This design comes from an exercise in tuning for small area and a short achievable clock period on the open sky130 flow, not from production work. Only simulation tests tie the RTL to the original design; equivalence was not proved. No activity file was given, so power comes from the tool's default toggle rates.

// lane_symbol_path
module lane_symbol_path (
    input  wire        clk,
    input  wire        rst,            
    input  wire        rx_valid,       
    input  wire [19:0] rx_bits,
    input  wire        cdr_lock,       
    input  wire        comma_align,    
    input  wire        bitslip,        
    input  wire        decode_check,   
    output reg         tx_valid,       
    output reg  [19:0] tx_bits,        
    output reg  [1:0]  code_err,       
    output reg  [1:0]  disp_err,       
    output reg         sym_lock,       
    output reg  [3:0]  word_phase      
);
export LEC_CHECK = 0
export CAP_MARGIN = 20
export CORE_MARGIN = 2
export CORE_UTILIZATION = 40
export SLEW_MARGIN = 60
create_clock -name core_clock -period 34.0 [get_ports {clk}]
standard.sh (not shown) runs the stock make flow with config.mk's settings and CLKGATE_MAP_FILE= SYNTH_SCRIPT=/design/flow/synth_recipe.tcl, a recipe that flattens the netlist after the stock synthesis.
==> flow/flow/run.sh <==
#!/bin/bash
# Layout flow: the standard ORFS flow (standard.sh, all steps), with
#  - an area-oriented ABC mapping script for the synthesis's logic mapping
#    (abc_area_map.script; the registers are mapped as in the standard
#    synthesis, before ABC),
#  - plain buffers (buf_2) instead of delay buffers on the ports,
#  - a smaller clock tree: clkbuf_8 buffers, no dummy loads,
#  - a setup margin for the flow's repair_timing calls a little beyond the
#    slack the layout reaches without it, so that the repair upsizes the
#    weak drivers on the few paths that set the achieved period.
# The clock period and constraints are the standard flow's (constraint.sdc, config.mk).
# Each tool's output is in orfs/logs/; make's own output in orfs_flow.log.
set -euo pipefail
W=$(pwd)
rm -rf "$W/scripts_local"
cp -r "$FLOW_HOME/scripts" "$W/scripts_local"
cp "$W/flow/abc_area_map.script" "$W/scripts_local/abc_speed.script"
export SCRIPTS_DIR="$W/scripts_local"
export BUFFER_PORTS_ARGS="-buffer_cell sky130_fd_sc_hd__buf_2"
export CTS_ARGS="-sink_clustering_enable -repair_clock_nets -buf_list sky130_fd_sc_hd__clkbuf_8 -root_buf sky130_fd_sc_hd__clkbuf_8 -dont_use_dummy_load -sink_clustering_size 20 -sink_clustering_max_diameter 100"
export SETUP_SLACK_MARGIN=22.6
export TNS_END_PERCENT=0
bash standard.sh > "$W/orfs_flow.log" 2>&1
==> flow/flow/abc_area_map.script <==
strash
dc2
dch -f
amap
topo
buffer -c
dnsize -c
Change:
--- a/flow/design.v
+++ b/flow/design.v
@@ -167,30 +167,33 @@
         end else if (!comma_align && bitslip) begin
             if (ph_idx == 3'd4) begin
                 n_half = !ph_half;
                 n_idx  = 3'd0;
             end else
                 n_idx  = ph_idx + 3'd1;
         end
     end
     wire [38:0] win_full = {rx_bits[18:0], prev_word};
     wire [23:0] sh5      = n_half ? win_full[28:5] : win_full[23:0];
     reg  [19:0] groups;
     integer     m;
-    wire [4:0]  sel_oh = rst ? 5'b00000 : (5'b00001 << n_idx);
     always @(*)
         for (m = 0; m < 20; m = m + 1)
-            groups[m] = (sel_oh[0] & sh5[m])   | (sel_oh[1] & sh5[m+1]) |
-                        (sel_oh[2] & sh5[m+2]) | (sel_oh[3] & sh5[m+3]) |
-                        (sel_oh[4] & sh5[m+4]);
+            case (n_idx)
+                3'd0:    groups[m] = sh5[m];
+                3'd1:    groups[m] = sh5[m+1];
+                3'd2:    groups[m] = sh5[m+2];
+                3'd3:    groups[m] = sh5[m+3];
+                default: groups[m] = sh5[m+4];
+            endcase
     reg [9:0]  grp;
     reg        vn, vp, unb, hi, inr, fwd;
     reg        a_rx_rd, a_rx_known, a_out_rd;
     integer    k;
     always @(*) begin
         a_rx_rd    = b_rx_rd;
         a_rx_known = b_rx_known && dc_q;
         a_out_rd   = b_out_rd;
         tx_bits    = 20'd0;
         code_err   = 2'b00;
         disp_err   = 2'b00;
         for (k = 0; k < 2; k = k + 1) begin
@@ -211,56 +214,55 @@
                 end
             end
             tx_bits[k*10 +: 10] = fwd ? grp : (a_out_rd ? 10'b1110100001 : 10'b0001011110);
             if (fwd && unb)
                 a_out_rd = hi;
         end
     end
     always @(*)
         word_phase = ph_half ? {1'b0, ph_idx} + 4'd5 : {1'b0, ph_idx};
     always @(posedge clk)
         if (rx_valid)
             prev_word <= rx_bits;
-    always @(posedge clk)
-        if (rst || take)
-            grp_q <= groups;
     always @(posedge clk) begin
         if (rst) begin
             have_prev   <= 1'b0;
             sym_lock    <= 1'b0;
             have_bnd    <= 1'b0;
             ph_half     <= 1'b0;
             ph_idx      <= 3'd0;
             good_cnt    <= 1'b0;
             oph_half    <= 1'b0;
             oph_idx     <= 3'd0;
             oth_cnt     <= 2'd0;
             tx_valid    <= 1'b0;
+            grp_q       <= 20'd0;
             dc_q        <= 1'b0;
             b_rx_rd     <= 1'b0;
             b_rx_known  <= 1'b0;
             b_out_rd    <= 1'b0;
             kill        <= 1'b0;
         end else begin
             sym_lock   <= n_lock;
             have_bnd   <= n_have_bnd;
             ph_half    <= n_half;
             ph_idx     <= n_idx;
             good_cnt   <= n_good;
             oph_half   <= n_ohalf;
             oph_idx    <= n_oidx;
             oth_cnt    <= n_oth_cnt;
             tx_valid   <= take;
             if (rx_valid)
                 have_prev <= 1'b1;
             if (take) begin
+                grp_q      <= groups;
                 dc_q       <= decode_check;
                 b_rx_rd    <= a_rx_rd;
                 b_rx_known <= a_rx_known && !kill;
                 b_out_rd   <= a_out_rd;
                 kill       <= 1'b0;
             end else if (!decode_check) begin
                 kill       <= 1'b1;
             end
         end
     end
 endmodule
Global-route usage grows by 1.3 points.
Final cell count grows by 2.5%.
Cell area grows by 3.6%.
Register-to-register slack stays flat.
Clock skew grows by 0.011 ns.
Core utilization grows by 1.9 points.
Die area shrinks by 0.95%.
Critical path depth shrinks by 2.
Via count grows by 3.2%.
Count of clock-buffer cells in the layout is unchanged.
Synthesized area shrinks by 0.98%.
Flip-flop and latch count stays the same.
Setup slack improved by 0.020 ns.

---

lane_symbol_path, a different RTL version from the one above (not shown whole).
Size: about 57 I/O pins.
Settings: LEC_CHECK=0, CAP_MARGIN=20, CORE_MARGIN=2, CORE_UTILIZATION=40, SLEW_MARGIN=20; clock period 34.0 ns.
==> flow/flow/run.sh <==
#!/bin/bash
# Layout flow: the standard ORFS flow (standard.sh, all steps), with
#  - an area-oriented ABC mapping script for the synthesis's logic mapping
#    (abc_area_map.script; the registers are mapped as in the standard
#    synthesis, before ABC),
#  - plain buffers (buf_2) instead of delay buffers on the ports,
#  - a smaller clock tree: clkbuf_8 buffers, no dummy loads.
# The clock period and constraints are the standard flow's (constraint.sdc, config.mk).
# Each tool's output is in orfs/logs/; make's own output in orfs_flow.log.
set -euo pipefail
W=$(pwd)
rm -rf "$W/scripts_local"
cp -r "$FLOW_HOME/scripts" "$W/scripts_local"
cp "$W/flow/abc_area_map.script" "$W/scripts_local/abc_speed.script"
export SCRIPTS_DIR="$W/scripts_local"
export BUFFER_PORTS_ARGS="-buffer_cell sky130_fd_sc_hd__buf_2"
export CTS_ARGS="-sink_clustering_enable -repair_clock_nets -buf_list sky130_fd_sc_hd__clkbuf_8 -root_buf sky130_fd_sc_hd__clkbuf_8 -dont_use_dummy_load -sink_clustering_size 20 -sink_clustering_max_diameter 100"
bash standard.sh > "$W/orfs_flow.log" 2>&1
Scripts as last shown in full above: flow/flow/abc_area_map.script
Next try:
--- a/flow/design.v
+++ b/flow/design.v
@@ -8,49 +8,54 @@
     input  wire        bitslip,        
     input  wire        decode_check,   
     output reg         tx_valid,       
     output reg  [19:0] tx_bits,        
     output reg  [1:0]  code_err,       
     output reg  [1:0]  disp_err,       
     output reg         sym_lock,       
     output reg  [3:0]  word_phase      
 );
     function [3:0] group_info(input [9:0] c);
         reg a, b, cc, d, e, i, f, g, h, j;
-        reg s1, c1, s2, c2, s3, c3;
-        reg x0, x1, x2, y0, y1, y2, z0, z1, z2;
+        reg [3:0] na, nd, nf;       
         reg [6:0] q6;               
         reg [4:0] q4;               
         reg k28n, k28p, kx7n, kx7p;
         reg xm, xp, ym, yp, bm, bp, pm, am, pp, ap;
         reg vn, vp, hi, n5;
         begin
             {j, h, g, f, i, e, d, cc, b, a} = c;
-            {c1, s1} = {1'b0, a} + {1'b0, b} + {1'b0, cc};
-            {c2, s2} = {1'b0, d} + {1'b0, e} + {1'b0, i};
-            {c3, s3} = {1'b0, f} + {1'b0, g} + {1'b0, h};
-            x2 = s1 & s2;  x1 = s1 ^ s2;  x0 = !s1 & !s2;
-            y2 = c1 & c2;  y1 = c1 ^ c2;  y0 = !c1 & !c2;
-            q6[0] = x0 & y0;
-            q6[1] = x1 & y0;
-            q6[2] = (x2 & y0) | (x0 & y1);
-            q6[3] = x1 & y1;
-            q6[4] = (x2 & y1) | (x0 & y2);
-            q6[5] = x1 & y2;
-            q6[6] = x2 & y2;
-            z2 = s3 & j;  z1 = s3 ^ j;  z0 = !s3 & !j;
-            q4[0] = z0 & !c3;
-            q4[1] = z1 & !c3;
-            q4[2] = (z2 & !c3) | (z0 & c3);
-            q4[3] = z1 & c3;
-            q4[4] = z2 & c3;
+            na[0] = !a & !b & !cc;
+            na[1] = (a & !b & !cc) | (!a & b & !cc) | (!a & !b & cc);
+            na[2] = (a & b & !cc) | (a & !b & cc) | (!a & b & cc);
+            na[3] = a & b & cc;
+            nd[0] = !d & !e & !i;
+            nd[1] = (d & !e & !i) | (!d & e & !i) | (!d & !e & i);
+            nd[2] = (d & e & !i) | (d & !e & i) | (!d & e & i);
+            nd[3] = d & e & i;
+            nf[0] = !f & !g & !h;
+            nf[1] = (f & !g & !h) | (!f & g & !h) | (!f & !g & h);
+            nf[2] = (f & g & !h) | (f & !g & h) | (!f & g & h);
+            nf[3] = f & g & h;
+            q6[0] = na[0] & nd[0];
+            q6[1] = (na[1] & nd[0]) | (na[0] & nd[1]);
+            q6[2] = (na[2] & nd[0]) | (na[1] & nd[1]) | (na[0] & nd[2]);
+            q6[3] = (na[3] & nd[0]) | (na[2] & nd[1]) | (na[1] & nd[2]) | (na[0] & nd[3]);
+            q6[4] = (na[3] & nd[1]) | (na[2] & nd[2]) | (na[1] & nd[3]);
+            q6[5] = (na[3] & nd[2]) | (na[2] & nd[3]);
+            q6[6] = na[3] & nd[3];
+            q4[0] = nf[0] & !j;
+            q4[1] = (nf[1] & !j) | (nf[0] & j);
+            q4[2] = (nf[2] & !j) | (nf[1] & j);
+            q4[3] = (nf[3] & !j) | (nf[2] & j);
+            q4[4] = nf[3] & j;
             hi = q6[6] | (q6[5] & !q4[0]) | (q6[4] & (q4[2] | q4[3] | q4[4])) |
                  (q6[3] & (q4[3] | q4[4])) | (q6[2] & q4[4]);
             n5 = (q6[5] & q4[0]) | (q6[4] & q4[1]) | (q6[3] & q4[2]) |
                  (q6[2] & q4[3]) | (q6[1] & q4[4]);
             xm = q6[3] & !(!a & !b & !cc);        
             xp = q6[4] & !(a & b & cc & d);       
             yp = q6[3] & !(a & b & cc);           
             ym = q6[2] & !(!a & !b & !cc & !d);   
             k28n = xp & e & i & !a & !b;          
             k28p = ym & !e & !i & a & b;          
             kx7n = (e & !i) | k28n;               
@@ -77,31 +82,27 @@
     reg        oph_half;       
     reg [2:0]  oph_idx;
     reg [1:0]  oth_cnt;        
     reg [19:0] grp_q;          
     reg        dc_q;           
     reg        b_rx_rd;        
     reg        b_rx_known;
     reg        b_out_rd;
     reg        kill;           
     wire        take   = rx_valid && have_prev;
     wire [25:0] window = {rx_bits[5:0], prev_word};
-    reg  [24:0] dif;
     reg  [19:0] cf;
     integer     s;
-    always @(*) begin
-        for (s = 0; s < 25; s = s + 1)
-            dif[s] = window[s] ^ window[s+1];
+    always @(*)
         for (s = 0; s < 20; s = s + 1)
-            cf[s] = !dif[s] && dif[s+1] && !(|dif[s+2 +: 4]);
-    end
+            cf[s] = (window[s +: 7] == 7'b1111100) || (window[s +: 7] == 7'b0000011);
     reg  [3:0]  pres, eqp, eqo;
     reg  [2:0]  qi [0:3];      
     reg  [4:0]  blk;
     integer     b;
     always @(*) begin
         for (b = 0; b < 4; b = b + 1) begin
             blk     = cf[b*5 +: 5];
             pres[b] = |blk;
             qi[b]   = {blk[4], blk[3] | blk[2], blk[3] | blk[1]};
             eqp[b]  = (ph_half == b[0]) && (ph_idx == qi[b]);     
             eqo[b]  = (oph_half == b[0]) && (oph_idx == qi[b]);   
Outcome: The new run finished clean; wire length climbs by about 4%; cell area drops by about 1.5%; die area drops by about 1.5%; worst hold slack gets better by 11 ps; global-route usage climbs by 0.95 points; total power barely changes; count of clock-buffer cells in the layout does not change; combinational power drops by 4.0%; sequential cell count does not change; sequential power climbs by about 0.8%; final cell count climbs by about 1.4%; via count climbs by 4.6%; core utilization drops by 0.32 points; worst setup slack gets better by 33 ps.

-- port drivers added, routing unchanged --
No port has a modelled driver above. Below, the same layouts with a new extraction and two added sets of constraints. Step 1 assumes that a clkbuf_16 drives the clock port and a buf_2 every other input. Step 2, shift: input delay + t, output delay - t, t = (earliest + latest rising clock arrival at the registers) / 2. This alone moves slack from input paths to output paths. a / b / c = ideal / step 1 / step 2; a / b = the first two.
run	shift t [ns]	setup slack, ns	latest minus earliest clock arrival (ns)
the first run of note 1	0.380	22.847 / 22.813 / 22.647	0.006 / 0.007
the second run of note 1	0.378	22.867 / 22.831 / 22.521	0.017 / 0.017
the first run of note 2	0.369	21.640 / 21.607 / 21.771	0.014 / 0.014
the second run of note 2	0.381	21.674 / 21.638 / 21.620	0.017 / 0.018
After both steps setup and hold are still met in every run listed. The setup slack of the second run of note 1, which loses most, moves by -0.036 ns with the drivers and by -0.346 ns with both steps.
